This is an optimization exercise on Yosys and OpenROAD, whose aim is small area, a short achievable clock period and few clock cycles per item, not a production implementation.
Function was checked by simulation only, so behaviour that the tests miss may differ from the original.

<file path="design/flow/design.v">
module lpe_mul (
    input  wire [31:0] a,
    input  wire [31:0] b,
    output wire [63:0] p
);
    function [63:0] kc(input dummy);
        integer n;
        begin
            kc = 64'd0;
            for (n = 0; n < 16; n = n + 1) kc = kc - (64'd1 << (32 + 2 * n));
        end
    endfunction
    localparam [63:0] KC = kc(1'b0);
    reg [63:0] acc;
    reg [32:0] q;
    reg [2:0]  w;
    reg        one, two, neg;
    reg [33:0] ax;
    integer i, j;
    always @(*) begin
        ax  = {{2{a[31]}}, a};
        acc = KC;
        for (i = 0; i < 16; i = i + 1) begin
            w   = {b[2*i+1], b[2*i], (i == 0) ? 1'b0 : b[2*i-1]};
            one = w[1] ^ w[0];
            two = (w == 3'b100) || (w == 3'b011);
            neg = w[2];
            for (j = 0; j < 33; j = j + 1)
                q[j] = ((one & ax[j]) | (two & ((j == 0) ? 1'b0 : ax[j-1]))) ^ neg;
            acc = acc + ({31'd0, ~q[32], q[31:0]} << (2 * i)) + ({63'd0, neg} << (2 * i));
        end
    end
    assign p = acc;
endmodule
module lpe_post (
    input  wire [63:0] p,
    input  wire [5:0]  s,
    output reg  [31:0] t,
    output reg         ovf
);
    wire [64:0] q0 = {p, 1'b0};
    wire [64:0] q1 = s[5] ? {{32{p[63]}}, q0[64:32]} : q0;
    wire [48:0] q2 = s[4] ? q1[64:16] : q1[48:0];
    wire [40:0] q3 = s[3] ? q2[48:8]  : q2[40:0];
    wire [36:0] q4 = s[2] ? q3[40:4]  : q3[36:0];
    wire [34:0] q5 = s[1] ? q4[36:2]  : q4[34:0];
    wire [33:0] q6 = s[0] ? q5[34:1]  : q5[33:0];
    reg fits;
    integer k;
    always @(*) begin
        fits = 1'b1;
        for (k = 0; k < 31; k = k + 1)
            if ((k >= s) && (p[k + 32] != p[63])) fits = 1'b0;
    end
    wire [33:0] v = {q6[33], q6[33:1]} + {33'd0, q6[0]};
    always @(*) begin
        if (!fits) begin
            t   = p[63] ? 32'h80000000 : 32'h7fffffff;
            ovf = 1'b1;
        end else if (v[33:31] != 3'b000 && v[33:31] != 3'b111) begin
            t   = v[33] ? 32'h80000000 : 32'h7fffffff;
            ovf = 1'b1;
        end else begin
            t   = v[31:0];
            ovf = 1'b0;
        end
    end
endmodule
module lpe_update (
    input  wire        clk,
    input  wire        rst,
    input  wire        in_valid,
    output wire        in_ready,
    input  wire [11:0] in_tag,
    input  wire [1:0]  in_order,
    input  wire        in_cls_f,
    input  wire        in_aid,
    input  wire [5:0]  in_s0,
    input  wire [5:0]  in_s1,
    input  wire [5:0]  in_s2,
    input  wire [5:0]  in_s3,
    input  wire [31:0] in_c0,
    input  wire [31:0] in_c1,
    input  wire [31:0] in_c2,
    input  wire [31:0] in_c3,
    input  wire [31:0] in_out_min,
    input  wire [31:0] in_out_max,
    input  wire [31:0] in_lim_a,
    input  wire [31:0] in_lim_b,
    input  wire [31:0] in_xfer_lim,
    input  wire [31:0] in_x,
    input  wire [31:0] in_sp,
    input  wire [31:0] in_a,
    input  wire [31:0] in_acc1,
    input  wire [31:0] in_acc2,
    output reg         out_valid,
    input  wire        out_ready,
    output reg  [11:0] out_tag,
    output reg  [31:0] out_y,
    output reg  [31:0] out_xfer,
    output reg  [31:0] out_acc1,
    output reg  [31:0] out_acc2,
    output reg         out_sat,
    output reg         out_clamp
);
    function automatic [31:0] sat34(input [33:0] v);
        if (v[33:31] == 3'b000 || v[33:31] == 3'b111) sat34 = v[31:0];
        else sat34 = v[33] ? 32'h80000000 : 32'h7fffffff;
    endfunction
    function automatic ovf34(input [33:0] v);
        ovf34 = !(v[33:31] == 3'b000 || v[33:31] == 3'b111);
    endfunction
    reg  v0, v1, v2, sk_valid;
    wire push = v2 && !sk_valid;
    wire en2  = !v2 || !sk_valid;
    wire en1  = !v1 || en2;
    wire en0  = !v0 || en1;
    assign in_ready = en0;
    always @(posedge clk) begin
        if (rst) begin
            v0 <= 1'b0;
            v1 <= 1'b0;
            v2 <= 1'b0;
        end else begin
            if (en0) v0 <= in_valid;
            if (en1) v1 <= v0;
            if (en2) v2 <= v1;
        end
    end
    wire [33:0] e_raw = {{2{in_x[31]}}, in_x} - {{2{in_sp[31]}}, in_sp};
    reg [11:0] r0_tag;
    reg [1:0]  r0_order;
    reg        r0_cls, r0_aid, r0_eovf;
    reg [5:0]  r0_s0, r0_s1, r0_s2, r0_s3;
    reg [31:0] r0_c0, r0_c1, r0_c2, r0_c3;
    reg [31:0] r0_e, r0_a;
    reg [31:0] r0_omin, r0_omax, r0_lima, r0_limb, r0_xlim, r0_acc1, r0_acc2;
    always @(posedge clk) begin
        if (en0) begin
            r0_tag   <= in_tag;
            r0_order <= in_order;
            r0_cls   <= in_cls_f;
            r0_aid   <= in_aid;
            r0_s0    <= in_s0;
            r0_s1    <= in_s1;
            r0_s2    <= in_s2;
            r0_s3    <= in_s3;
            r0_c0    <= in_c0;
            r0_c1    <= in_c1;
            r0_c2    <= in_c2;
            r0_c3    <= in_c3;
            r0_e     <= sat34(e_raw);
            r0_eovf  <= ovf34(e_raw);
            r0_a     <= in_a;
            r0_omin  <= in_out_min;
            r0_omax  <= in_out_max;
            r0_lima  <= in_lim_a;
            r0_limb  <= in_lim_b;
            r0_xlim  <= in_xfer_lim;
            r0_acc1  <= in_acc1;
            r0_acc2  <= in_acc2;
        end
    end
    wire [63:0] p0, p1, p2, p3;
    lpe_mul u_m0 (.a(r0_e), .b(r0_c0), .p(p0));
    lpe_mul u_m1 (.a(r0_e), .b(r0_c1), .p(p1));
    lpe_mul u_m2 (.a(r0_e), .b(r0_c2), .p(p2));
    lpe_mul u_m3 (.a(r0_a), .b(r0_c3), .p(p3));
    reg [63:0] r1_p0, r1_p1, r1_p2, r1_p3;
    reg [11:0] r1_tag;
    reg        r1_use2, r1_use3, r1_cls, r1_aid, r1_eovf;
    reg [5:0]  r1_s0, r1_s1, r1_s2, r1_s3;
    reg [31:0] r1_omin, r1_omax, r1_lima, r1_limb, r1_xlim, r1_acc1, r1_acc2;
    always @(posedge clk) begin
        if (en1) begin
            r1_p0   <= p0;
            r1_p1   <= p1;
            r1_p2   <= p2;
            r1_p3   <= p3;
            r1_tag  <= r0_tag;
            r1_use2 <= (r0_order >= 2'd2);
            r1_use3 <= (r0_order == 2'd3);
            r1_cls  <= r0_cls;
            r1_aid  <= r0_aid;
            r1_eovf <= r0_eovf;
            r1_s0   <= r0_s0;
            r1_s1   <= r0_s1;
            r1_s2   <= r0_s2;
            r1_s3   <= r0_s3;
            r1_omin <= r0_omin;
            r1_omax <= r0_omax;
            r1_lima <= r0_lima;
            r1_limb <= r0_limb;
            r1_xlim <= r0_xlim;
            r1_acc1 <= r0_acc1;
            r1_acc2 <= r0_acc2;
        end
    end
    wire [31:0] t0, t1, t2, t3;
    wire        t0_ovf, t1_ovf, t2_ovf, t3_ovf;
    lpe_post u_q0 (.p(r1_p0), .s(r1_s0), .t(t0), .ovf(t0_ovf));
    lpe_post u_q1 (.p(r1_p1), .s(r1_s1), .t(t1), .ovf(t1_ovf));
    lpe_post u_q2 (.p(r1_p2), .s(r1_s2), .t(t2), .ovf(t2_ovf));
    lpe_post u_q3 (.p(r1_p3), .s(r1_s3), .t(t3), .ovf(t3_ovf));
    wire [31:0] b_acc1 = r1_acc1;
    wire [31:0] b_acc2 = r1_acc2;
    wire [31:0] t3u    = r1_aid ? t3 : 32'd0;
    wire [33:0] y_raw  = {{2{t0[31]}}, t0} + {{2{b_acc1[31]}}, b_acc1}
                       + {{2{t3u[31]}}, t3u};
    wire [33:0] a1_sum = {{2{b_acc1[31]}}, b_acc1} + {{2{t1[31]}}, t1}
                       + {{2{b_acc2[31]}}, b_acc2};
    wire [33:0] a2_sum = {{2{b_acc2[31]}}, b_acc2} + {{2{t2[31]}}, t2};
    wire [33:0] a1_raw = r1_use2 ? a1_sum : {{2{b_acc1[31]}}, b_acc1};
    wire [33:0] a2_raw = r1_use3 ? a2_sum : {{2{b_acc2[31]}}, b_acc2};
    wire        t_ovf  = r1_eovf || t0_ovf || (r1_aid && t3_ovf)
                      || (r1_use2 && t1_ovf) || (r1_use3 && t2_ovf);
    wire signed [31:0] b_omin = r1_omin;
    wire signed [31:0] b_omax = r1_omax;
    wire signed [31:0] b_lima = r1_lima;
    wire signed [31:0] b_limb = r1_limb;
    wire signed [31:0] b_xlim = r1_xlim;
    wire        [32:0] b_xmag = b_xlim[31] ? (33'd0 - {1'b1, b_xlim}) : {1'b0, b_xlim};
    wire signed [33:0] b_xpos = {1'b0, b_xmag};
    wire signed [33:0] b_xneg = -b_xpos;
    wire signed [33:0] b_omin34 = {{2{b_omin[31]}}, b_omin};
    wire signed [33:0] b_omax34 = {{2{b_omax[31]}}, b_omax};
    reg [33:0] r2_y, r2_a1, r2_a2;
    reg        r2_tovf, r2_cls;
    reg [11:0] r2_tag;
    reg [31:0] r2_omin, r2_omax, r2_lima, r2_limb;
    reg        r2_oinv, r2_linv, r2_xz;
    reg [32:0] r2_xpos;
    reg [31:0] r2_xneg;
    reg        r2_omin_gt, r2_omin_lt, r2_omax_gt, r2_omax_lt;
    always @(posedge clk) begin
        if (en2) begin
            r2_y       <= y_raw;
            r2_a1      <= a1_raw;
            r2_a2      <= a2_raw;
            r2_tovf    <= t_ovf;
            r2_cls     <= r1_cls;
            r2_tag     <= r1_tag;
            r2_omin    <= r1_omin;
            r2_omax    <= r1_omax;
            r2_lima    <= r1_lima;
            r2_limb    <= r1_limb;
            r2_oinv    <= (b_omin > b_omax);
            r2_linv    <= (b_lima > b_limb);
            r2_xz      <= (b_xlim == 32'sd0);
            r2_xpos    <= b_xmag;
            r2_xneg    <= b_xneg[31:0];
            r2_omin_gt <= (b_omin34 > b_xpos);
            r2_omin_lt <= (b_omin34 < b_xneg);
            r2_omax_gt <= (b_omax34 > b_xpos);
            r2_omax_lt <= (b_omax34 < b_xneg);
        end
    end
    wire signed [31:0] omin = r2_omin;
    wire signed [31:0] omax = r2_omax;
    wire signed [31:0] imin = r2_lima;
    wire signed [31:0] imax = r2_limb;
    wire signed [31:0] y_sat = sat34(r2_y);
    wire               y_ovf = ovf34(r2_y);
    wire               y_lo  = (y_sat < omin);
    wire               y_gt  = (y_sat > omax);
    wire               y_hi  = y_lo ? r2_oinv : y_gt;
    wire signed [31:0] y     = y_hi ? omax : (y_lo ? omin : y_sat);
    wire               y_clamp = y_lo || y_gt;
    wire signed [31:0] a1_upd = sat34(r2_a1);
    wire               a1_ovf = ovf34(r2_a1);
    wire signed [31:0] a2_new = sat34(r2_a2);
    wire               a2_ovf = ovf34(r2_a2);
    wire               i_lo   = (a1_upd < imin);
    wire               i_gt   = (a1_upd > imax);
    wire               i_eq   = (a1_upd == imax);
    wire               i_hi   = i_lo ? r2_linv : i_gt;
    wire signed [31:0] a1_cl  = i_hi ? imax : (i_lo ? imin : a1_upd);
    wire signed [31:0] a1_new = r2_cls ? a1_cl : a1_upd;
    wire               i_clamp = i_lo ? (!i_hi || !i_eq) : i_hi;
    wire any_ovf = r2_tovf || y_ovf || a1_ovf || a2_ovf;
    wire sat     = !r2_cls && (any_ovf || y_clamp);
    wire clamp   = r2_cls && (y_clamp || i_clamp);
    wire signed [33:0] y_s34  = {{2{y_sat[31]}}, y_sat};
    wire signed [33:0] xpos34 = {1'b0, r2_xpos};
    wire signed [31:0] xneg32 = r2_xneg;
    wire ys_gt  = (y_s34 > xpos34);
    wire ys_lt  = (y_sat < xneg32);
    wire yc_gt  = y_hi ? r2_omax_gt : (y_lo ? r2_omin_gt : ys_gt);
    wire yc_lt  = y_hi ? r2_omax_lt : (y_lo ? r2_omin_lt : ys_lt);
    wire [31:0] xfer = r2_xz ? y :
                       yc_gt ? r2_xpos[31:0] :
                       yc_lt ? r2_xneg : y;
    reg [11:0] sk_tag;
    reg [31:0] sk_y, sk_xfer, sk_acc1, sk_acc2;
    reg        sk_sat, sk_clamp;
    wire out_load = !out_valid || out_ready;
    always @(posedge clk) begin
        if (rst) begin
            out_valid <= 1'b0;
            sk_valid  <= 1'b0;
        end else begin
            out_valid <= (out_valid && !out_ready) || sk_valid || push;
            sk_valid  <= sk_valid ? !out_ready : (out_valid && !out_ready && push);
        end
    end
    always @(posedge clk) begin
        if (push) begin
            sk_tag   <= r2_tag;
            sk_y     <= y;
            sk_xfer  <= xfer;
            sk_acc1  <= a1_new;
            sk_acc2  <= a2_new;
            sk_sat   <= sat;
            sk_clamp <= clamp;
        end
        if (out_load) begin
            out_tag   <= sk_valid ? sk_tag   : r2_tag;
            out_y     <= sk_valid ? sk_y     : y;
            out_xfer  <= sk_valid ? sk_xfer  : xfer;
            out_acc1  <= sk_valid ? sk_acc1  : a1_new;
            out_acc2  <= sk_valid ? sk_acc2  : a2_new;
            out_sat   <= sk_valid ? sk_sat   : sat;
            out_clamp <= sk_valid ? sk_clamp : clamp;
        end
    end
endmodule
</file>
<file path="design/flow/run.sh">
#!/bin/bash
# synth_recipe.tcl (not shown) runs the flow's synth.tcl, then flattens the netlist and writes it again
# the make line also repeats each setting of config.mk as NAME=value (left out here)
make -C /OpenROAD-flow-scripts/flow DESIGN_CONFIG=/design/flow/config.mk WORK_HOME=/design/flow/orfs CLKGATE_MAP_FILE= SYNTH_SCRIPT=/design/flow/synth_recipe.tcl finish
</file>
<file path="design/flow/config.mk">
export PLATFORM = sky130hd
export DESIGN_NAME = lpe_update
export DESIGN_NICKNAME = lpe_update
export VERILOG_FILES = /design/flow/design.v
export SDC_FILE = /design/flow/constraint.sdc
export NUM_CORES = 4
export LEC_CHECK = 0
export CAP_MARGIN = 20
export CORE_MARGIN = 2
export CORE_UTILIZATION = 40
export SLEW_MARGIN = 20
</file>
<file path="design/flow/constraint.sdc">
create_clock -name core_clock -period 42.0 [get_ports {clk}]
set_input_delay 8.4000 -clock core_clock [delete_from_list [all_inputs] [get_ports {clk}]]
set_output_delay 8.4000 -clock core_clock [all_outputs]
set_load 0.01 [all_outputs]
</file>
==> results of run 1 <==
[worst max-delay path, stage by stage]
cell	delay (ps)
clkdlybuf4s50_1	450
inv_1	40
ha_1	210
fa_1	410
nor2b_1	210
nor4_1	90
o31ai_1	440
a2111oi_0	270
o31ai_1	580
a31oi_1	270
a21oi_1	360
nand4_1	190
a41o_1	210
a31oi_1	720
nand2_1	740
a21oi_1	370
[routing by layer]
layer	up-vias	share of wire	wire [um]
li1	67000	-	-
met1	77400	0.40	287000
met2	9155	0.43	307000
met3	1879	0.11	77700
met4	46	0.052	37000
met5	-	0.00041	292
[registers in the layout, indices dropped and copies added (netlist names), 33 cells and up]
name	count
r1_p0	64
r1_p1	64
r1_p2	64
r1_p3	64
r2_a1	34
r2_y	34
r2_a2	33
r2_xpos	33
[cell usage after synthesis, types with 62 or more instances]
cell and n:
xnor2_1 2279, inv_1 2075, a22oi_1 1898, fa_1 1747, edfxtp_1 1576, ha_1 1547, clkbuf_1 1255, a21oi_1 718
nand2_1 637, o21ai_0 631, nor2_1 626, mux4_2 331, a21o_1 330, xor2_1 297, mux2_2 291, mux2i_1 275
buf_1 203, nand3_1 197, nor3_1 179, nand4_1 167, o21a_1 140, nand2b_1 123, nor2b_1 103, o211ai_1 87
a211oi_1 83, o31ai_1 77, buf_2 75, a31oi_1 69, o22ai_1 65, a21boi_0 62
[how the worst max path moves through the flow]
stage              from       end  slack (ps)
6_report        in_x[0]   r0_e[0]       28740
5_1_grt         in_x[0]   r0_e[0]       28050
4_1_cts         in_x[0]   r0_e[0]       28610
3_5_place_dp    in_x[0]   r0_e[0]       27690
3_3_place_gp    in_x[0]   r0_e[0]       27810
2_1_floorplan  sk_valid  in_ready       22990
[layout make-up]
class | instances | area share
flip-flops and latches | 1581 | 0.222
inverters | 2139 | 0.0376
multi-input cells | 13800 | 0.629
well taps | 6475 | 0.0379
repair buffers | 1022 | 0.0440
diodes | 42 | 0.000491
clock buffers | 223 | 0.0230
clock inverters | 113 | 0.00606
[cell usage in the layout (no fill, tap or decap), types with 83 or more instances in the layout]
| cell | netlist | routed |
|---|---|---|
| nand2b_1 | 123 | 122 |
| mux2i_1 | 275 | 275 |
| o21a_1 | 140 | 140 |
| nor2b_1 | 103 | 101 |
| clkbuf_16 | 0 | 192 |
| a21o_1 | 330 | 330 |
| a21oi_1 | 718 | 717 |
| inv_1 | 2075 | 2073 |
| xnor2_1 | 2279 | 2279 |
| o21ai_0 | 631 | 628 |
| mux2_2 | 291 | 291 |
| nand2_1 | 637 | 634 |
| buf_4 | 37 | 375 |
| xor2_1 | 297 | 297 |
| nand4_1 | 167 | 167 |
| nor3_1 | 179 | 178 |
| a211oi_1 | 83 | 83 |
| nor2_1 | 626 | 622 |
| edfxtp_1 | 1576 | 1576 |
| a22oi_1 | 1898 | 1898 |
| fa_1 | 1747 | 1747 |
| clkdlybuf4s50_1 | 0 | 635 |
| mux4_2 | 331 | 331 |
| o211ai_1 | 87 | 87 |
| ha_1 | 1547 | 1525 |
| nand3_1 | 197 | 197 |
[metrics by stage]
step | hold WS, ps | setup WS (ps) | instance area (sq um) | instances
floorplan | 400 | 22990 | 196000 | 19200
global placement | 401 | 27810 | 208000 | 25100
detailed placement | 405 | 27690 | 208000 | 25100
CTS | 380 | 28610 | 214000 | 25400
global route | 398 | 28050 | 214000 | 25400
finish | 375 | 28740 | 214000 | 25400
[cell families (layout without fill, tap and decap cells)]
| group | after synthesis | after routing | synth area share |
|---|---|---|---|
| XOR/XNOR | 2576 | 2576 | 0.115 |
| AO/OA/AOI/OAI | 4709 | 4709 | 0.166 |
| flip-flops | 1581 | 1581 | 0.242 |
| other | 1 | 43 | 0.0000191 |
| multiplexers | 901 | 901 | 0.0692 |
| adder cells (fa/ha/maj) | 3301 | 3301 | 0.277 |
| AND/OR/NAND/NOR | 2351 | 2351 | 0.0578 |
| buffers and inverters | 3732 | 3497 | 0.0736 |
==> results.py, run 1 <==
metrics = {
    "clocking": {
        "cts_hold_buf": 0,
        "clkLatencyLatePin_ps": 960,
        "clkTransAtPathRegs_ps": 60,
        "number_of_buffers_added_for_setup_after_cts": 0,
        "h-tree-depth": 4,
        "tritoncts": "done",
        "ctsLongestPathBuffers": 4,
        "tritoncts.num_buffers": 188,
        "cts-root-buf": "clkbuf_16",
        "tritoncts_num_sinks": 1581,
        "ctsResizeCount": 0,
    },
    "cells_and_area": {
        "layout_overhead_on_the_synthesized_area_pct": 8.95,
        "layout.nets": 22600,
        "multi_input_area_sq_mm": 0.135,
        "filler_cell_count": 46500,
        "final_core_utilization": 0.437,
        "final-seq-area_sq_mm": 0.0474,
        "post_route_cells_drive_above_1_share": 0.0783,
    },
    "yosys": {
        "syn-instance-count": 19200,
        "ys_top_cells_by_area": "edfxtp_1 (24%), fa_1 (18%), xnor2_1 (10%)",
        "synth_cell_types": 107,
        "synth-edff-count": 1576,
        "dominantRegCellSynth": "edfxtp_1",
        "synth.avg_cell_area_sq_um": 10.2,
        "sequential_element_share_of_the_synthesized_area": 0.242,
        "synth_top_area_frac": 0.241,
        "synth.net_count": 22900,
        "postSynth.asyncResetShare": 0,
        "synthDominantAreaCellType": "edfxtp_1",
        "post_synth_instance_area_sq_mm": 0.196,
        "synth-seq-cells": 1581,
        "yosys_warnings": 3,
    },
    "route": {
        "postRouteAntennaNets": 0,
        "drt_iter0_drcs": 18100,
        "via_count": 155000,
        "avgRoutedWirePerCell_um": 27.9,
        "drc": 0,
        "detail_route.wirelength_um": 709000,
        "drt_pass1_iterations": 9,
        "detail_routed_via_count_per_cell": 6.11,
    },
    "setup_path": {
        "critical_path_peak_fanout": 26,
        "end_kind": "flip-flop",
        "startpoint_type": "input port",
        "worst_r2r_endpoint": "r2_a1[32]",
        "r2r.worst_path.cells": 28,
        "rrSetupSlack_ps": 30540,
        "required_ps": 42700,
        "crit_arrival_ps": 13960,
        "regToRegStartpoint": "r1_s1[1]",
        "timing_worst_setup_path_type": "input port to flip-flop",
    },
    "global_route": {
        "first_global_vias": 156000,
        "grtUsageTotal": 0.277,
        "groute.layer.met1.usage": 0.372,
        "overflow": 0,
        "met2_global_route_usage": 0.422,
        "maximum_number_of_pins_on_one_net_before_global_route_repair": 162,
        "global_route_wire_length_before_repair_um": 1040000,
        "number_of_antenna_violations_at_the_first_check_in_global_routing": 68,
        "global_route.usage.met3": 0.0693,
        "grt.busiest_layer": "met2",
    },
    "hold_path": {
        "whs_path_depth": 0,
        "hold_class": "flip-flop to flip-flop",
        "hold_path_startpoint": "r1_cls",
        "min_delay_worst_endpoint": "r2_cls",
    },
    "timing": {
        "worst-slew-pin-transition_ps": 1220,
        "report.final.hold_viol_count": 0,
        "timing.final.crit_share": 0.316,
        "layout_min_cycle_time_ps": 13260,
        "worst_clock_skew_ps": 104,
        "fmaxAchievable_mhz": 75.4,
        "maxSlewViolCount": 0,
        "setup_total_negative_slack_ps": 0,
        "slew-limit-headroom": 0.183,
        "rsz_0062_raised_after_global_routing": "no",
        "timing.final.setup_violations": 0,
    },
    "die": {
        "die_w_um": 705,
        "top_level_ports": 636,
        "fp.dieH_um": 705,
        "initial_core_util": 0.401,
        "placeableCoreArea_sq_mm": 0.489,
        "floorplan.rows": 257,
        "design.die.area_sq_mm": 0.496,
    },
    "placement": {
        "place.gp.congestion": 0.937,
        "portBuffers": 635,
        "post-dp-hpwl_um": 499000,
    },
    "job": {
        "max_cap_violations": 0,
    },
    "outcome": {
        "run_status": "no timing/DRC/antenna violations",
    },
}
Testbench counts, summed over its fixed seeds: cycles 12,032, items 12,000.
==> inputs of run 2 (changes only) <==
--- a/design/flow/design.v
+++ b/design/flow/design.v
@@ -112,3 +112,3 @@
     endfunction
-    reg  v0, v1, v2, sk_valid;
+    reg  v0, v1, v2, sk_valid, rdy;
     wire push = v2 && !sk_valid;
@@ -117,21 +117,31 @@
     wire en0  = !v0 || en1;
-    assign in_ready = en0;
+    wire sk_next = sk_valid ? !out_ready : (out_valid && !out_ready && push);
+    wire v0_next = en0 ? in_valid : v0;
+    wire v1_next = en1 ? v0 : v1;
+    wire v2_next = en2 ? v1 : v2;
+    assign in_ready = rdy;
     always @(posedge clk) begin
         if (rst) begin
-            v0 <= 1'b0;
-            v1 <= 1'b0;
-            v2 <= 1'b0;
+            v0  <= 1'b0;
+            v1  <= 1'b0;
+            v2  <= 1'b0;
+            rdy <= 1'b1;
         end else begin
-            if (en0) v0 <= in_valid;
-            if (en1) v1 <= v0;
-            if (en2) v2 <= v1;
+            v0  <= v0_next;
+            v1  <= v1_next;
+            v2  <= v2_next;
+            rdy <= !v0_next || !v1_next || !v2_next || !sk_next;
         end
     end
-    wire [33:0] e_raw = {{2{in_x[31]}}, in_x} - {{2{in_sp[31]}}, in_sp};
+    wire [16:0] e_lo  = {1'b0, in_x[15:0]} + {1'b0, ~in_sp[15:0]} + 17'd1;
+    wire [16:0] e_hi0 = {in_x[31], in_x[31:16]} + {~in_sp[31], ~in_sp[31:16]};
+    wire [16:0] e_hi1 = {in_x[31], in_x[31:16]} + {~in_sp[31], ~in_sp[31:16]} + 17'd1;
     reg [11:0] r0_tag;
     reg [1:0]  r0_order;
-    reg        r0_cls, r0_aid, r0_eovf;
+    reg        r0_cls, r0_aid, r0_ec;
+    reg [15:0] r0_elo;
+    reg [16:0] r0_ehi0, r0_ehi1;
     reg [5:0]  r0_s0, r0_s1, r0_s2, r0_s3;
     reg [31:0] r0_c0, r0_c1, r0_c2, r0_c3;
-    reg [31:0] r0_e, r0_a;
+    reg [31:0] r0_a;
     reg [31:0] r0_omin, r0_omax, r0_lima, r0_limb, r0_xlim, r0_acc1, r0_acc2;
@@ -151,4 +161,6 @@
             r0_c3    <= in_c3;
-            r0_e     <= sat34(e_raw);
-            r0_eovf  <= ovf34(e_raw);
+            r0_elo   <= e_lo[15:0];
+            r0_ec    <= e_lo[16];
+            r0_ehi0  <= e_hi0;
+            r0_ehi1  <= e_hi1;
             r0_a     <= in_a;
@@ -163,6 +175,9 @@
     end
+    wire [16:0] a_ehi  = r0_ec ? r0_ehi1 : r0_ehi0;
+    wire        a_eovf = a_ehi[16] != a_ehi[15];
+    wire [31:0] a_e    = a_eovf ? {a_ehi[16], {31{~a_ehi[16]}}} : {a_ehi[15:0], r0_elo};
     wire [63:0] p0, p1, p2, p3;
-    lpe_mul u_m0 (.a(r0_e), .b(r0_c0), .p(p0));
-    lpe_mul u_m1 (.a(r0_e), .b(r0_c1), .p(p1));
-    lpe_mul u_m2 (.a(r0_e), .b(r0_c2), .p(p2));
+    lpe_mul u_m0 (.a(a_e), .b(r0_c0), .p(p0));
+    lpe_mul u_m1 (.a(a_e), .b(r0_c1), .p(p1));
+    lpe_mul u_m2 (.a(a_e), .b(r0_c2), .p(p2));
     lpe_mul u_m3 (.a(r0_a), .b(r0_c3), .p(p3));
@@ -184,3 +199,3 @@
             r1_aid  <= r0_aid;
-            r1_eovf <= r0_eovf;
+            r1_eovf <= a_eovf;
             r1_s0   <= r0_s0;
@@ -302,3 +317,3 @@
             out_valid <= (out_valid && !out_ready) || sk_valid || push;
-            sk_valid  <= sk_valid ? !out_ready : (out_valid && !out_ready && push);
+            sk_valid  <= sk_next;
         end
==> run 2 against run 1 <==
  * Still clean
  * Synthesized area decreased by 0.46%
  * Synthesized cell count fell by 0.73%
  * Fmax up 16%
  * Die area shrank 0.46%
  * Worst hold slack better by 6.4 ps
  * Register-to-register slack barely moved
  * Critical path type is now flip-flop to flip-flop
  * Critical endpoint is now r1_p1[61]
==> results.py, run 2 <==
metrics = {
    "yosys": {
        "dominantRegCellSynth": "edfxtp_1",
        "synth.avg_cell_area_sq_um": 10.3,
        "synth.most_common_cell": "xnor2_1",
        "synth_cell_types": 130,
        "synthDominantAreaCellType": "edfxtp_1",
        "sequential_element_share_of_the_synthesized_area": 0.246,
        "post_synth_instance_area_sq_mm": 0.195,
        "postSynth.asyncResetShare": 0,
        "yosys_warnings": 3,
        "yosys-top-cells-count": "xnor2_1 (2341), inv_1 (2060), a22oi_1 (1882)",
        "synth-seq-cells": 1600,
        "synth.net_count": 22800,
        "synth-edff-count": 1594,
        "syn-instance-count": 19000,
        "ys_top_cells_by_area": "edfxtp_1 (24%), fa_1 (18%), xnor2_1 (10%)",
        "synth_top_area_frac": 0.245,
    },
    "clocking": {
        "tritoncts_num_sinks": 1600,
        "clkTransAtPathRegs_ps": 70,
        "number_of_buffers_added_for_setup_after_cts": 0,
        "tritoncts": "done",
        "ctsLongestPathBuffers": 4,
        "ctsResizeCount": 0,
        "h-tree-depth": 4,
        "tritoncts.num_buffers": 188,
        "clkLatencyLatePin_ps": 930,
        "cts-root-buf": "clkbuf_16",
        "cts_hold_buf": 0,
    },
    "global_route": {
        "met2_global_route_usage": 0.411,
        "grt.busiest_layer": "met2",
        "number_of_antenna_violations_at_the_first_check_in_global_routing": 66,
        "maximum_number_of_pins_on_one_net_before_global_route_repair": 118,
        "grtUsageTotal": 0.269,
        "overflow": 0,
        "first_global_vias": 153000,
        "global_route.usage.met3": 0.0687,
        "global_route_wire_length_before_repair_um": 1010000,
        "groute.layer.met1.usage": 0.363,
    },
    "route": {
        "detail_route.wirelength_um": 683000,
        "drt_pass1_iterations": 7,
        "drt_iter0_drcs": 17300,
        "via_count": 152000,
        "avgRoutedWirePerCell_um": 27.0,
        "detail_routed_via_count_per_cell": 6.02,
        "drc": 0,
        "postRouteAntennaNets": 0,
    },
    "timing": {
        "worst_clock_skew_ps": 70.8,
        "maxSlewViolCount": 0,
        "timing.final.setup_violations": 0,
        "worst-slew-pin-transition_ps": 1290,
        "slew-limit-headroom": 0.139,
        "rsz_0062_raised_after_global_routing": "no",
        "setup_total_negative_slack_ps": 0,
        "fmaxAchievable_mhz": 87.2,
        "timing.final.crit_share": 0.273,
        "report.final.hold_viol_count": 0,
        "final.setup.worst_slack_ps": 30530,
        "layout_min_cycle_time_ps": 11470,
    },
    "die": {
        "die_w_um": 703,
        "initial_core_util": 0.402,
        "floorplan.rows": 256,
        "top_level_ports": 636,
        "fp.dieH_um": 703,
        "design.die.area_sq_mm": 0.494,
        "placeableCoreArea_sq_mm": 0.486,
    },
    "cells_and_area": {
        "post_route_cells_drive_above_1_share": 0.0779,
        "mostFrequentLayoutCells": "xnor2_1 (2341), inv_1 (2057), a22oi_1 (1882)",
        "final_core_utilization": 0.438,
        "mostFrequentLayoutCell": "xnor2_1",
        "layout.nets": 22500,
        "finish.instance_area_sq_mm": 0.213,
        "filler_cell_count": 45900,
        "layout_overhead_on_the_synthesized_area_pct": 8.96,
        "number_of_cells_in_the_finished_layout_apart_from_fillers": 25300,
    },
    "setup_path": {
        "required_ps": 42650,
        "end_kind": "flip-flop",
        "critical_path_peak_fanout": 37,
        "crit_arrival_ps": 12120,
        "startpoint_type": "flip-flop",
        "timing_worst_setup_path_type": "flip-flop to flip-flop",
    },
    "hold_path": {
        "hold_class": "flip-flop to flip-flop",
    },
    "job": {
        "max_cap_violations": 0,
    },
    "placement": {
        "place.gp.congestion": 0.943,
        "pre_cts_slack_ps": 29630,
        "post-dp-hpwl_um": 479000,
        "post_dp_area_sq_mm": 0.207,
        "post-place-cells": 24900,
        "portBuffers": 635,
    },
    "outcome": {
        "run_status": "no timing/DRC/antenna violations",
    },
}
-- run 2: cell types whose count changed after synthesis, sizes merged, moves of 31 or more --
cell,change
clkbuf,-46
a221o,-37
mux4,-61
o21a,-33
xnor2,+62
o211ai,+31
a21boi,-41
mux2i,+46
xor2,-51
nand2,+83
o31ai,-32
nand4,-48
-- run 2: through the flow --
step                hold slack, ps
floorplan                      400
global route                   392
CTS                            373
global placement               401
finish                         381
detailed placement             405
-- run 2: routing by layer --
| layer | wire length, um | vias up |
|---|---|---|
| met1 | 279000 | 75900 |
| met2 | 297000 | 8383 |
| met5 | 332 | - |
| li1 | - | 66300 |
| met3 | 73500 | 1647 |
| met4 | 31900 | 54 |
-- run 2: critical path, stage by stage (launching register included) --
cell,delay (ps)
edfxtp_1,1000
mux2_4,760
nand2_1,620
nand2_1,290
nand2_4,310
buf_4,420
a22oi_1,300
xnor2_1,140
fa_1,540
inv_1,50
fa_1,470
fa_1,520
fa_1,530
fa_1,500
ha_1,330
ha_1,380
a21o_1,190
a21o_1,170
a221oi_1,760
a211oi_1,250
nor2_1,230
o21ai_0,250
a211oi_1,490
o221ai_1,390
a2111oi_0,630
o31ai_1,220
a41oi_1,280
xnor2_1,90
-- run 2: final cells by class --
type / count / area (sq um) / area share
tap: 6450 / 8070 / 0.0379
timing repair buffer: 997 / 9150 / 0.0430
sequential: 1600 / 48000 / 0.225
multi-input combinational: 13800 / 134000 / 0.627
clock inverter: 118 / 1190 / 0.00558
clock buffer: 223 / 4920 / 0.0231
inverter: 2123 / 7980 / 0.0375
antenna: 30 / 75.1 / 0.000353
-- run 2: cells by family after synthesis --
| family | count (synthesis) | share of synthesized area |
|---|---|---|
| flip-flops | 1600 | 0.246 |
| buffers and inverters | 3656 | 0.0739 |
| adder cells (fa/ha/maj) | 3298 | 0.278 |
| AND/OR/NAND/NOR | 2385 | 0.0586 |
| other | 1 | 0.0000192 |
| XOR/XNOR | 2587 | 0.116 |
| AO/OA/AOI/OAI | 4589 | 0.162 |
| multiplexers | 897 | 0.0659 |
-- run 2: path summary, 6_finish.rpt --
check,startpoint,endpoint,slack [ps],cells past startpoint
worst max-delay path,r0_ec,r1_p1[61],30530,27
worst min register to register,r0_omax[21],r1_omax[21],380,0
worst min-delay path,r0_omax[21],r1_omax[21],380,0
worst max register to register,r0_ec,r1_p1[61],30530,27
Testbench counts of run 2, summed over its fixed seeds: cycles 12,032, items 12,000.
==> inputs of run 3 (changes only) <==
--- a/design/flow/design.v
+++ b/design/flow/design.v
@@ -37,4 +37,5 @@
     input  wire [5:0]  s,
-    output reg  [31:0] t,
-    output reg         ovf
+    output wire [31:0] tw,
+    output wire        tr,
+    output wire        ovf
 );
@@ -54,15 +55,13 @@
     end
-    wire [33:0] v = {q6[33], q6[33:1]} + {33'd0, q6[0]};
-    always @(*) begin
-        if (!fits) begin
-            t   = p[63] ? 32'h80000000 : 32'h7fffffff;
-            ovf = 1'b1;
-        end else if (v[33:31] != 3'b000 && v[33:31] != 3'b111) begin
-            t   = v[33] ? 32'h80000000 : 32'h7fffffff;
-            ovf = 1'b1;
-        end else begin
-            t   = v[31:0];
-            ovf = 1'b0;
-        end
-    end
+    wire [32:0] w     = q6[33:1];           
+    wire        r     = q6[0];              
+    wire        inr   = (w[32] == w[31]);   
+    wire        ones  = &w[30:0];
+    wire        w_max = inr && !w[31] && ones;           
+    wire        w_mm1 = (w[32:31] == 2'b10) && ones;     
+    wire        sgn   = fits ? w[32] : p[63];
+    wire        keep  = fits && inr;
+    assign tw  = keep ? w[31:0] : (sgn ? 32'h80000000 : 32'h7fffffff);
+    assign tr  = keep && r && !w_max;
+    assign ovf = !fits || (!inr && !(w_mm1 && r)) || (w_max && r);
 endmodule
@@ -214,7 +213,8 @@
     wire [31:0] t0, t1, t2, t3;
+    wire        tc0, tc1, tc2, tc3;
     wire        t0_ovf, t1_ovf, t2_ovf, t3_ovf;
-    lpe_post u_q0 (.p(r1_p0), .s(r1_s0), .t(t0), .ovf(t0_ovf));
-    lpe_post u_q1 (.p(r1_p1), .s(r1_s1), .t(t1), .ovf(t1_ovf));
-    lpe_post u_q2 (.p(r1_p2), .s(r1_s2), .t(t2), .ovf(t2_ovf));
-    lpe_post u_q3 (.p(r1_p3), .s(r1_s3), .t(t3), .ovf(t3_ovf));
+    lpe_post u_q0 (.p(r1_p0), .s(r1_s0), .tw(t0), .tr(tc0), .ovf(t0_ovf));
+    lpe_post u_q1 (.p(r1_p1), .s(r1_s1), .tw(t1), .tr(tc1), .ovf(t1_ovf));
+    lpe_post u_q2 (.p(r1_p2), .s(r1_s2), .tw(t2), .tr(tc2), .ovf(t2_ovf));
+    lpe_post u_q3 (.p(r1_p3), .s(r1_s3), .tw(t3), .tr(tc3), .ovf(t3_ovf));
     wire [31:0] b_acc1 = r1_acc1;
@@ -222,7 +222,8 @@
     wire [31:0] t3u    = r1_aid ? t3 : 32'd0;
+    wire        tc3u   = r1_aid && tc3;
     wire [33:0] y_raw  = {{2{t0[31]}}, t0} + {{2{b_acc1[31]}}, b_acc1}
-                       + {{2{t3u[31]}}, t3u};
+                       + {{2{t3u[31]}}, t3u} + {33'd0, tc0} + {33'd0, tc3u};
     wire [33:0] a1_sum = {{2{b_acc1[31]}}, b_acc1} + {{2{t1[31]}}, t1}
-                       + {{2{b_acc2[31]}}, b_acc2};
-    wire [33:0] a2_sum = {{2{b_acc2[31]}}, b_acc2} + {{2{t2[31]}}, t2};
+                       + {{2{b_acc2[31]}}, b_acc2} + {33'd0, tc1};
+    wire [33:0] a2_sum = {{2{b_acc2[31]}}, b_acc2} + {{2{t2[31]}}, t2} + {33'd0, tc2};
     wire [33:0] a1_raw = r1_use2 ? a1_sum : {{2{b_acc1[31]}}, b_acc1};
==> run 3 against run 2 <==
  * Clock-buffer cell count shrank 2
  * Fmax down 1.1%
  * Non-clock buffer count increased by 4
  * Flip-flop and latch count is 1 higher
  * Global-route usage increased by 0.66 points
  * Core utilization is 0.22 points higher
  * Register-to-register slack worse by 130 ps
  * Clock skew grew 21 ps
  * Critical path type unchanged
  * Largest cell class unchanged
==> results.py, run 3 <==
metrics = {
    "cells_and_area": {
        "finish.instance_area_sq_mm": 0.209,
        "post_route_cells_drive_above_1_share": 0.0700,
        "layout_overhead_on_the_synthesized_area_pct": 9.46,
        "mostFrequentLayoutCells": "xnor2_1 (2318), inv_1 (2033), a22oi_1 (1875)",
        "layout.nets": 22100,
        "mostFrequentLayoutCell": "xnor2_1",
    },
    "die": {
        "top_level_ports": 636,
        "initial_core_util": 0.402,
        "fp.dieH_um": 695,
        "die_w_um": 695,
        "design.die.area_sq_mm": 0.483,
        "floorplan.rows": 253,
        "placeableCoreArea_sq_mm": 0.475,
    },
    "route": {
        "drt_pass1_iterations": 7,
        "drt_iter0_drcs": 16900,
        "drc": 0,
        "postRouteAntennaNets": 0,
        "detail_route.wirelength_um": 684000,
        "via_count": 149000,
        "detail_routed_via_count_per_cell": 6.01,
        "avgRoutedWirePerCell_um": 27.5,
    },
    "global_route": {
        "number_of_antenna_violations_at_the_first_check_in_global_routing": 73,
        "first_global_vias": 149000,
        "maximum_number_of_pins_on_one_net_before_global_route_repair": 142,
        "overflow": 0,
        "global_route_wire_length_before_repair_um": 1000000,
        "grtUsageTotal": 0.276,
    },
    "yosys": {
        "synth-compound-area-share": 0.161,
        "postSynth.asyncResetShare": 0,
        "synth.most_common_cell": "xnor2_1",
        "synthDominantAreaCellType": "edfxtp_1",
        "syn-instance-count": 18700,
        "synth-edff-count": 1595,
        "combinational_family_with_the_most_area_after_synthesis": "adder cells",
        "yosys-top-cells-count": "xnor2_1 (2318), inv_1 (2035), a22oi_1 (1875)",
        "synth-seq-cells": 1601,
        "synth_cell_types": 100,
        "synth.avg_cell_area_sq_um": 10.2,
        "sequential_element_share_of_the_synthesized_area": 0.251,
        "synth.area.mux_share": 0.0602,
        "post_synth_instance_area_sq_mm": 0.191,
        "synth.net_count": 22400,
        "synthSimpleGateAreaFrac": 0.0556,
        "synth_xor_xnor_area_share": 0.114,
        "synth_adder_area_share": 0.285,
        "ys_top_cells_by_area": "edfxtp_1 (25%), fa_1 (18%), xnor2_1 (11%)",
        "yosys_warnings": 3,
        "synth_top_area_frac": 0.251,
        "dominantRegCellSynth": "edfxtp_1",
    },
    "placement": {
        "pre_cts_slack_ps": 29560,
        "post_dp_area_sq_mm": 0.203,
        "portBuffers": 635,
        "post-dp-hpwl_um": 479000,
        "place.gp.congestion": 0.946,
    },
    "hold_path": {
        "hold_class": "flip-flop to flip-flop",
    },
    "timing": {
        "worst-slew-pin-transition_ps": 1230,
        "fmaxAchievable_mhz": 86.2,
        "report.final.hold_viol_count": 0,
        "timing.final.crit_share": 0.276,
        "worst_clock_skew_ps": 91.9,
        "final.setup.worst_slack_ps": 30400,
        "maxSlewViolCount": 0,
        "setup_total_negative_slack_ps": 0,
        "rsz_0062_raised_after_global_routing": "no",
        "layout_min_cycle_time_ps": 11600,
        "slew-limit-headroom": 0.176,
        "timing.final.setup_violations": 0,
    },
    "setup_path": {
        "crit_arrival_ps": 12200,
        "end_kind": "flip-flop",
        "cp_slowest_stage_delay_ps": 760,
        "startpoint_type": "flip-flop",
        "worst_path_most_repeated_cell": "fa_1",
        "rrSetupSlack_ps": 30400,
        "critPathSlowestCell": "a2111oi_0",
        "required_ps": 42600,
        "critical_path_peak_fanout": 42,
        "timing_worst_setup_path_type": "flip-flop to flip-flop",
    },
    "clocking": {
        "h-tree-depth": 4,
        "tritoncts_num_sinks": 1601,
        "cts-root-buf": "clkbuf_16",
        "tritoncts": "done",
        "ctsResizeCount": 0,
        "ctsLongestPathBuffers": 4,
        "number_of_buffers_added_for_setup_after_cts": 0,
        "clkTransAtPathRegs_ps": 60,
        "tritoncts.num_buffers": 190,
        "clkLatencyLatePin_ps": 940,
        "cts_hold_buf": 0,
    },
    "job": {
        "max_cap_violations": 0,
    },
    "outcome": {
        "run_status": "no timing/DRC/antenna violations",
    },
}
## run 3: cell count changes in the layout (fill, tap and decap cells not counted), moves of 33 or more
cell	previous run	this run
nor2_1	626	711
nor3_1	161	115
nand3_1	181	134
mux2i_1	319	383
o21a_1	106	142
xor2_1	246	176
nor2b_1	95	132
a22o_1	37	4
nand2_1	702	646
mux4_2	251	217
mux2_2	295	243
## run 3: layout make-up
type | count | area [sq um]
Inverter | 2094 | 7870
Timing Repair Buffer | 1001 | 9210
Multi-Input combinational cell | 13400 | 130000
Antenna cell | 28 | 70.1
Clock inverter | 122 | 1440
Fill cell | 45100 | 266000
Clock buffer | 221 | 4900
Tap cell | 6375 | 7980
Sequential cell | 1601 | 48000
## run 3: cell families (layout without fill, tap and decap cells)
kind of cell / Yosys count / after routing
buffers and inverters: 3631 / 3438
multiplexers: 846 / 846
flip-flops: 1601 / 1601
AO/OA/AOI/OAI: 4520 / 4520
AND/OR/NAND/NOR: 2266 / 2266
adder cells (fa/ha/maj): 3299 / 3299
XOR/XNOR: 2495 / 2495
other: 1 / 29
## run 3: path summary, 6_finish.rpt
check        startpoint          to  cells after the start
max               r0_ec   r1_p2[58]                     30
min          r0_acc1[2]  r1_acc1[2]                      0
min reg2reg  r0_acc1[2]  r1_acc1[2]                      0
max reg2reg       r0_ec   r1_p2[58]                     30
## run 3: through the flow
stage | hold WS, ps | instances | utilization
global placement | 401 | 24500 | 0.427
global route | 403 | 24900 | 0.440
detailed placement | 405 | 24500 | 0.427
floorplan | 400 | 18700 | -
finish | 399 | 24900 | 0.440
CTS | 401 | 24800 | 0.440
## run 3: layer usage
layer	GRT usage	vias up	wire length, um	share of wire
li1	-	64700	-	-
met1	0.365	74200	272000	0.40
met2	0.417	8694	296000	0.43
met3	0.0696	1792	75100	0.11
met4	0.141	48	40200	0.059
met5	0	-	322	0.00047
## run 3: worst max-delay path, delay by kind of cell, from the launching register on
family                   cells  cell delay [ps]
AND/OR/NAND/NOR              3             1420
flip-flops                   1              400
XOR/XNOR                     2              290
buffers and inverters        5             1750
AO/OA/AOI/OAI               13             4350
adder cells (fa/ha/maj)      7             2970
Testbench counts of run 3, summed over its fixed seeds: cycles 12,032, items 12,000.
==> inputs of run 4 (changes only) <==
--- a/design/flow/config.mk
+++ b/design/flow/config.mk
@@ -9,3 +9,4 @@
 export CORE_MARGIN = 2
-export CORE_UTILIZATION = 40
+export CORE_UTILIZATION = 55
+export PLACE_DENSITY = 0.72
 export SLEW_MARGIN = 20
==> run 4 against run 3 <==
  * Core utilization up 16 points
  * Highest routed layer unchanged
  * Wire length down 6.7%
  * Die area down 27%
  * Still clean
  * Worst hold slack worse by 49 ps
  * Setup slack better by 120 ps
  * First-iteration DRC count up 18%
  * Sequential share of layout area up 0.29 points
==> results.py, run 4 <==
metrics = {
    "outcome": {
        "run_status": "no timing/DRC/antenna violations",
    },
    "placement": {
        "post_dp_area_sq_mm": 0.200,
        "portBuffers": 635,
        "place.gp.congestion": 1.01,
        "post-dp-hpwl_um": 446000,
    },
    "yosys": {
        "syn-instance-count": 18700,
        "synth-edff-count": 1595,
        "sequential_element_share_of_the_synthesized_area": 0.251,
        "synth.avg_cell_area_sq_um": 10.2,
        "yosys-top-cells-count": "xnor2_1 (2318), inv_1 (2035), a22oi_1 (1875)",
        "postSynth.asyncResetShare": 0,
        "ys_top_cells_by_area": "edfxtp_1 (25%), fa_1 (18%), xnor2_1 (11%)",
        "synth_top_area_frac": 0.251,
        "dominantRegCellSynth": "edfxtp_1",
        "yosys_warnings": 3,
        "synth.net_count": 22400,
        "synthDominantAreaCellType": "edfxtp_1",
        "synth.most_common_cell": "xnor2_1",
        "synth_cell_types": 100,
        "synth-seq-cells": 1601,
        "post_synth_instance_area_sq_mm": 0.191,
    },
    "setup_path": {
        "timing_worst_setup_path_type": "input port to flip-flop",
        "critical_path_peak_fanout": 4,
        "end_kind": "flip-flop",
        "startpoint_type": "input port",
        "required_ps": 42600,
        "crit_arrival_ps": 12090,
    },
    "cells_and_area": {
        "multi_input_area_sq_mm": 0.130,
        "post_route_cells_drive_above_1_share": 0.0682,
        "filler_cell_count": 28800,
        "mostFrequentLayoutCell": "xnor2_1",
        "layout.nets": 22100,
        "finish.instance_area_sq_mm": 0.207,
        "mostFrequentLayoutCells": "xnor2_1 (2318), inv_1 (2033), a22oi_1 (1875)",
        "final-seq-area_sq_mm": 0.0480,
        "layout_overhead_on_the_synthesized_area_pct": 8.11,
    },
    "global_route": {
        "grtUsageTotal": 0.356,
        "global_route_wire_length_before_repair_um": 948000,
        "maximum_number_of_pins_on_one_net_before_global_route_repair": 99,
        "first_global_vias": 150000,
        "overflow": 0,
        "number_of_antenna_violations_at_the_first_check_in_global_routing": 62,
    },
    "die": {
        "placeableCoreArea_sq_mm": 0.346,
        "top_level_ports": 636,
        "design.die.area_sq_mm": 0.352,
        "fp.dieH_um": 593,
        "initial_core_util": 0.552,
        "floorplan.rows": 216,
        "die_w_um": 593,
    },
    "hold_path": {
        "hold_class": "flip-flop to flip-flop",
    },
    "timing": {
        "setup_total_negative_slack_ps": 0,
        "worst-slew-pin-transition_ps": 1190,
        "worst_clock_skew_ps": 74.8,
        "report.final.hold_viol_count": 0,
        "layout_min_cycle_time_ps": 11490,
        "maxSlewViolCount": 0,
        "slew-limit-headroom": 0.209,
        "rsz_0062_raised_after_global_routing": "no",
        "fmaxAchievable_mhz": 87.1,
        "timing.final.crit_share": 0.273,
        "timing.final.setup_violations": 0,
    },
    "clocking": {
        "clkLatencyLatePin_ps": 920,
        "tritoncts_num_sinks": 1601,
        "tritoncts.num_buffers": 181,
        "cts_hold_buf": 0,
        "tritoncts": "done",
        "clkTransAtPathRegs_ps": 60,
        "number_of_buffers_added_for_setup_after_cts": 0,
        "cts-root-buf": "clkbuf_16",
        "h-tree-depth": 4,
        "ctsResizeCount": 0,
        "ctsLongestPathBuffers": 4,
    },
    "route": {
        "drt_pass1_iterations": 7,
        "detail_route.wirelength_um": 638000,
        "drt_iter0_drcs": 20000,
        "avgRoutedWirePerCell_um": 27.6,
        "drc": 0,
        "via_count": 152000,
        "detail_routed_via_count_per_cell": 6.57,
        "postRouteAntennaNets": 0,
    },
    "job": {
        "max_cap_violations": 0,
    },
}
## run 4: cell counts after synthesis
Identical to the previous run, type by type.
## run 4: layer usage
layer,vias up,wire (um),global-route usage
li1,64700,-,-
met1,73900,238000,0.462
met2,10700,272000,0.528
met3,2374,87100,0.110
met4,30,41200,0.196
met5,-,405,0.0112
## run 4: metrics by stage
stage / cells / hold slack [ps] / util / worst slack (ps)
after floorplan: 18700 / 400 / - / 29630
after global placement: 22700 / 401 / 0.579 / 29580
after detailed placement: 22700 / 405 / 0.579 / 29640
after CTS: 23000 / 335 / 0.597 / 30550
after global routing: 23100 / 357 / 0.597 / 30110
final: 23100 / 350 / 0.597 / 30510
## run 4: layout make-up
class,instances,share of cell area
diodes,56,0.000678
clock buffers,209,0.0226
clock inverters,118,0.00666
inverters,2094,0.0381
multi-input cells,13400,0.627
flip-flops and latches,1601,0.233
well taps,4578,0.0277
repair buffers,997,0.0444
## run 4: cell families after synthesis
| kind of cell | share of synthesized area |
|---|---|
| xor gates and xnor gates | 0.114 |
| adders and majority gates | 0.285 |
| DFF | 0.251 |
| and+or+nand+nor | 0.0556 |
| buffers and inverters | 0.0727 |
| other | 0.0000196 |
| muxes | 0.0602 |
| AOI/OAI and AO/OA | 0.161 |
## run 4: critical path, cell delays in order
cell,delay [ps]
clkdlybuf4s50_1,460
ha_1,160
inv_1,60
fa_1,390
nor2b_1,120
o21ai_0,90
a21boi_0,240
o21ai_0,140
a21boi_0,330
o21ai_0,150
a21oi_1,270
o211ai_1,190
o311ai_0,710
nand4_1,200
xnor2_1,170
## run 4: worst paths after layout
check	start	endpoint	slack [ps]	depth (start not counted)
worst max-delay path	in_x[16]	r0_ehi1[15]	30510	15
worst min-delay path	r0_s0[4]	r1_s0[4]	350	0
worst max register to register	r0_ec	r1_p2[58]	30620	30
worst min register to register	r0_s0[4]	r1_s0[4]	350	0
==> inputs of run 5 (changes only) <==
--- a/design/flow/design.v
+++ b/design/flow/design.v
@@ -134,10 +134,13 @@
     end
-    wire [16:0] e_lo  = {1'b0, in_x[15:0]} + {1'b0, ~in_sp[15:0]} + 17'd1;
-    wire [16:0] e_hi0 = {in_x[31], in_x[31:16]} + {~in_sp[31], ~in_sp[31:16]};
-    wire [16:0] e_hi1 = {in_x[31], in_x[31:16]} + {~in_sp[31], ~in_sp[31:16]} + 17'd1;
+    wire [11:0] e_lo  = {1'b0, in_x[10:0]} + {1'b0, ~in_sp[10:0]} + 12'd1;
+    wire [11:0] e_md0 = {1'b0, in_x[21:11]} + {1'b0, ~in_sp[21:11]};
+    wire [11:0] e_md1 = {1'b0, in_x[21:11]} + {1'b0, ~in_sp[21:11]} + 12'd1;
+    wire [10:0] e_hi0 = {in_x[31], in_x[31:22]} + {~in_sp[31], ~in_sp[31:22]};
+    wire [10:0] e_hi1 = {in_x[31], in_x[31:22]} + {~in_sp[31], ~in_sp[31:22]} + 11'd1;
+    wire        e_ch  = e_lo[11] ? e_md1[11] : e_md0[11];
     reg [11:0] r0_tag;
     reg [1:0]  r0_order;
-    reg        r0_cls, r0_aid, r0_ec;
-    reg [15:0] r0_elo;
-    reg [16:0] r0_ehi0, r0_ehi1;
+    reg        r0_cls, r0_aid;
+    reg        r0_ecm, r0_ech, r0_eov0, r0_eov1;
+    reg [10:0] r0_elo, r0_emd0, r0_emd1, r0_ehi0, r0_ehi1;
     reg [5:0]  r0_s0, r0_s1, r0_s2, r0_s3;
@@ -160,6 +163,11 @@
             r0_c3    <= in_c3;
-            r0_elo   <= e_lo[15:0];
-            r0_ec    <= e_lo[16];
+            r0_elo   <= e_lo[10:0];
+            r0_ecm   <= e_lo[11];
+            r0_emd0  <= e_md0[10:0];
+            r0_emd1  <= e_md1[10:0];
+            r0_ech   <= e_ch;
             r0_ehi0  <= e_hi0;
             r0_ehi1  <= e_hi1;
+            r0_eov0  <= e_hi0[10] != e_hi0[9];
+            r0_eov1  <= e_hi1[10] != e_hi1[9];
             r0_a     <= in_a;
@@ -174,5 +182,6 @@
     end
-    wire [16:0] a_ehi  = r0_ec ? r0_ehi1 : r0_ehi0;
-    wire        a_eovf = a_ehi[16] != a_ehi[15];
-    wire [31:0] a_e    = a_eovf ? {a_ehi[16], {31{~a_ehi[16]}}} : {a_ehi[15:0], r0_elo};
+    wire [10:0] a_emd  = r0_ecm ? r0_emd1 : r0_emd0;
+    wire [10:0] a_ehi  = r0_ech ? r0_ehi1 : r0_ehi0;
+    wire        a_eovf = r0_ech ? r0_eov1 : r0_eov0;
+    wire [31:0] a_e    = a_eovf ? {a_ehi[10], {31{~a_ehi[10]}}} : {a_ehi[9:0], a_emd, r0_elo};
     wire [63:0] p0, p1, p2, p3;
@@ -240,4 +249,2 @@
     wire signed [33:0] b_xneg = -b_xpos;
-    wire signed [33:0] b_omin34 = {{2{b_omin[31]}}, b_omin};
-    wire signed [33:0] b_omax34 = {{2{b_omax[31]}}, b_omax};
     reg [33:0] r2_y, r2_a1, r2_a2;
@@ -249,3 +256,2 @@
     reg [31:0] r2_xneg;
-    reg        r2_omin_gt, r2_omin_lt, r2_omax_gt, r2_omax_lt;
     always @(posedge clk) begin
@@ -267,6 +273,2 @@
             r2_xneg    <= b_xneg[31:0];
-            r2_omin_gt <= (b_omin34 > b_xpos);
-            r2_omin_lt <= (b_omin34 < b_xneg);
-            r2_omax_gt <= (b_omax34 > b_xpos);
-            r2_omax_lt <= (b_omax34 < b_xneg);
         end
@@ -298,9 +300,7 @@
     wire clamp   = r2_cls && (y_clamp || i_clamp);
-    wire signed [33:0] y_s34  = {{2{y_sat[31]}}, y_sat};
+    wire signed [33:0] y_34   = {{2{y[31]}}, y};
     wire signed [33:0] xpos34 = {1'b0, r2_xpos};
     wire signed [31:0] xneg32 = r2_xneg;
-    wire ys_gt  = (y_s34 > xpos34);
-    wire ys_lt  = (y_sat < xneg32);
-    wire yc_gt  = y_hi ? r2_omax_gt : (y_lo ? r2_omin_gt : ys_gt);
-    wire yc_lt  = y_hi ? r2_omax_lt : (y_lo ? r2_omin_lt : ys_lt);
+    wire yc_gt  = (y_34 > xpos34);
+    wire yc_lt  = (y < xneg32);
     wire [31:0] xfer = r2_xz ? y :
--- a/design/flow/config.mk
+++ b/design/flow/config.mk
@@ -9,4 +9,3 @@
 export CORE_MARGIN = 2
-export CORE_UTILIZATION = 55
-export PLACE_DENSITY = 0.72
+export CORE_UTILIZATION = 40
 export SLEW_MARGIN = 20
==> run 5 against run 4 <==
  * Sequential share of layout area rose by 0.13 points
  * Global-route usage fell by 8.1 points
  * Still clean
  * Critical path type is now flip-flop to flip-flop
  * Core utilization fell by 16 points
==> results.py, run 5 <==
metrics = {
    "die": {
        "initial_core_util": 0.402,
        "top_level_ports": 636,
        "floorplan.rows": 251,
        "design.die.area_sq_mm": 0.475,
        "placeableCoreArea_sq_mm": 0.468,
        "fp.dieH_um": 689,
        "die_w_um": 689,
    },
    "global_route": {
        "grt.busiest_layer": "met2",
        "number_of_antenna_violations_at_the_first_check_in_global_routing": 66,
        "global_route_wire_length_before_repair_um": 982000,
        "overflow": 0,
        "groute.layer.met1.usage": 0.377,
        "grtUsageTotal": 0.275,
        "first_global_vias": 145000,
        "global_route.usage.met3": 0.0827,
        "met2_global_route_usage": 0.404,
        "maximum_number_of_pins_on_one_net_before_global_route_repair": 128,
    },
    "setup_path": {
        "critical_path_peak_fanout": 58,
        "required_ps": 42620,
        "end_kind": "flip-flop",
        "rrSetupSlack_ps": 30390,
        "startpoint_type": "flip-flop",
        "timing_worst_setup_path_type": "flip-flop to flip-flop",
        "crit_arrival_ps": 12230,
    },
    "hold_path": {
        "hold_class": "flip-flop to flip-flop",
    },
    "route": {
        "drt_iter0_drcs": 17200,
        "postRouteAntennaNets": 0,
        "drc": 0,
        "via_count": 147000,
        "drt_pass1_iterations": 7,
        "avgRoutedWirePerCell_um": 27.7,
        "detail_route.wirelength_um": 673000,
        "detail_routed_via_count_per_cell": 6.05,
    },
    "yosys": {
        "synth.avg_cell_area_sq_um": 10.3,
        "synth-edff-count": 1599,
        "syn-instance-count": 18200,
        "yosys-top-cells-count": "xnor2_1 (2300), inv_1 (2023), a22oi_1 (1880)",
        "yosys_warnings": 3,
        "synth.most_common_cell": "xnor2_1",
        "postSynth.asyncResetShare": 0,
        "synth_top_area_frac": 0.256,
        "dominantRegCellSynth": "edfxtp_1",
        "ys_top_cells_by_area": "edfxtp_1 (26%), fa_1 (19%), xnor2_1 (11%)",
        "synthDominantAreaCellType": "edfxtp_1",
        "synth_cell_types": 92,
        "post_synth_instance_area_sq_mm": 0.188,
        "synth.net_count": 21900,
        "sequential_element_share_of_the_synthesized_area": 0.256,
        "synth-seq-cells": 1605,
    },
    "placement": {
        "post-dp-hpwl_um": 468000,
        "portBuffers": 635,
        "place.gp.congestion": 0.947,
        "post-place-cells": 23900,
    },
    "timing": {
        "fmaxAchievable_mhz": 86.2,
        "worst-slew-pin-transition_ps": 1170,
        "report.final.hold_viol_count": 0,
        "rsz_0062_raised_after_global_routing": "no",
        "slew-limit-headroom": 0.218,
        "layout_min_cycle_time_ps": 11610,
        "maxSlewViolCount": 0,
        "worst_clock_skew_ps": 86.1,
        "fin_hold_ws_ps": 369,
        "setup_total_negative_slack_ps": 0,
        "timing.final.crit_share": 0.276,
        "timing.final.setup_violations": 0,
    },
    "clocking": {
        "cts_hold_buf": 0,
        "ctsResizeCount": 0,
        "h-tree-depth": 4,
        "cts-root-buf": "clkbuf_16",
        "tritoncts": "done",
        "tritoncts_num_sinks": 1605,
        "ctsLongestPathBuffers": 4,
        "tritoncts.num_buffers": 194,
        "clkLatencyLatePin_ps": 960,
        "clkTransAtPathRegs_ps": 60,
        "number_of_buffers_added_for_setup_after_cts": 0,
    },
    "cells_and_area": {
        "mostFrequentLayoutCells": "xnor2_1 (2299), inv_1 (2022), a22oi_1 (1880)",
        "number_of_cells_in_the_finished_layout_apart_from_fillers": 24300,
        "mostFrequentLayoutCell": "xnor2_1",
        "layout.nets": 21500,
        "filler_cell_count": 44200,
        "layout_overhead_on_the_synthesized_area_pct": 9.64,
        "post_route_cells_drive_above_1_share": 0.0716,
    },
    "job": {
        "max_cap_violations": 0,
    },
    "outcome": {
        "run_status": "no timing/DRC/antenna violations",
    },
}
## run 5: kinds of logic (layout without fill, tap and decap cells)
group / Yosys count / after routing / share of synthesized area
mux: 804 / 804 / 0.0592
buf+inv: 3579 / 3403 / 0.0725
simple gates: 2181 / 2181 / 0.0548
compound gates: 4358 / 4358 / 0.159
xor+xnor: 2520 / 2520 / 0.118
fa+ha+maj: 3170 / 3170 / 0.281
other cells: 1 / 25 / 0.0000200
flops: 1605 / 1605 / 0.256
## run 5: path summary, 6_finish.rpt
check / from / end / cells after the start
worst min register to register: r0_omax[4] / r1_omax[4] / 0
worst max-delay path: r0_ech / r1_p0[63] / 27
worst max register to register: r0_ech / r1_p0[63] / 27
worst min-delay path: r0_omax[4] / r1_omax[4] / 0
## run 5: through the flow
step | util | setup WS (ps) | instance area [sq um]
after floorplan | - | 29630 | 188000
after global placement | 0.426 | 29940 | 199000
after detailed placement | 0.426 | 30060 | 199000
after CTS | 0.440 | 30600 | 206000
after global routing | 0.440 | 29780 | 206000
final | 0.440 | 30390 | 206000
## run 5: metal layers
metal / vias to the layer above / part of all wire
li1: 63100 / -
met1: 73300 / 0.41
met2: 8623 / 0.42
met3: 1673 / 0.12
met4: 62 / 0.047
met5: - / 0.0012
## run 5: area by class of cell
cell class	instances	area, sq um	area share
Clock buffer	217	4980	0.0242
Tap cell	6198	7750	0.0377
Multi-Input combinational cell	13000	127000	0.615
Sequential cell	1605	48100	0.234
Antenna cell	24	60.1	0.000292
Timing Repair Buffer	961	8980	0.0436
Clock inverter	140	1570	0.00764
Inverter	2085	7830	0.0380
## run 5: worst max-delay path, cell delays in order (launching register included)
cell,delay [ps]
edfxtp_1,850
mux2i_4,330
buf_4,700
inv_1,170
nand2_1,770
nand2_4,890
buf_4,620
a22oi_1,310
xnor2_1,170
fa_1,470
fa_1,550
inv_1,60
fa_1,500
fa_1,410
ha_1,280
ha_1,280
ha_1,370
a21oi_1,90
o22ai_1,230
a311o_1,310
nand3_1,120
a21oi_1,410
a211oi_1,170
o21bai_1,440
a41oi_1,390
a311oi_1,830
nor2_1,110
a211oi_1,400
Testbench counts of run 5, summed over its fixed seeds: cycles 12,032, items 12,000.

[re-timing with driven ports]
The results above use ideal ports. As a check the final layouts listed here were re-extracted and re-timed, cells and wires unchanged. Step 1 (the two cells are an assumption about what drives the block):
set clk [get_ports {clk}]
set_driving_cell -lib_cell sky130_fd_sc_hd__clkbuf_16 $clk
set_driving_cell -lib_cell sky130_fd_sc_hd__buf_2 [delete_from_list [all_inputs] $clk]
Step 2 also shifts input and output timing later by t, the mid clock arrival at the registers, as if the neighbouring blocks saw the same clock. Three values: ideal ports, drivers, drivers and shift; two values: the first two.
| run | t (ns) | setup WS [ns] | worst data-port slew with drivers (ns) | pins driven straight from the clock port |
|---|---|---|---|---|
| run 1 | 1.046 | 28.740 / 28.850 / 27.804 | 0.25 | 1 |
| run 2 | 1.022 | 30.529 / 30.529 / 29.621 | 0.29 | 1 |
| run 3 | 1.021 | 30.398 / 30.398 / 29.544 | 0.25 | 1 |
| run 4 | 1.007 | 30.513 / 30.606 / 29.598 | 0.23 | 1 |
| run 5 | 1.028 | 30.393 / 30.393 / 30.057 | 0.21 | 1 |
After both steps every run listed still meets setup and hold. The setup slack of run 1, which loses most, moves by +0.110 ns with the drivers and by -0.936 ns with both steps.
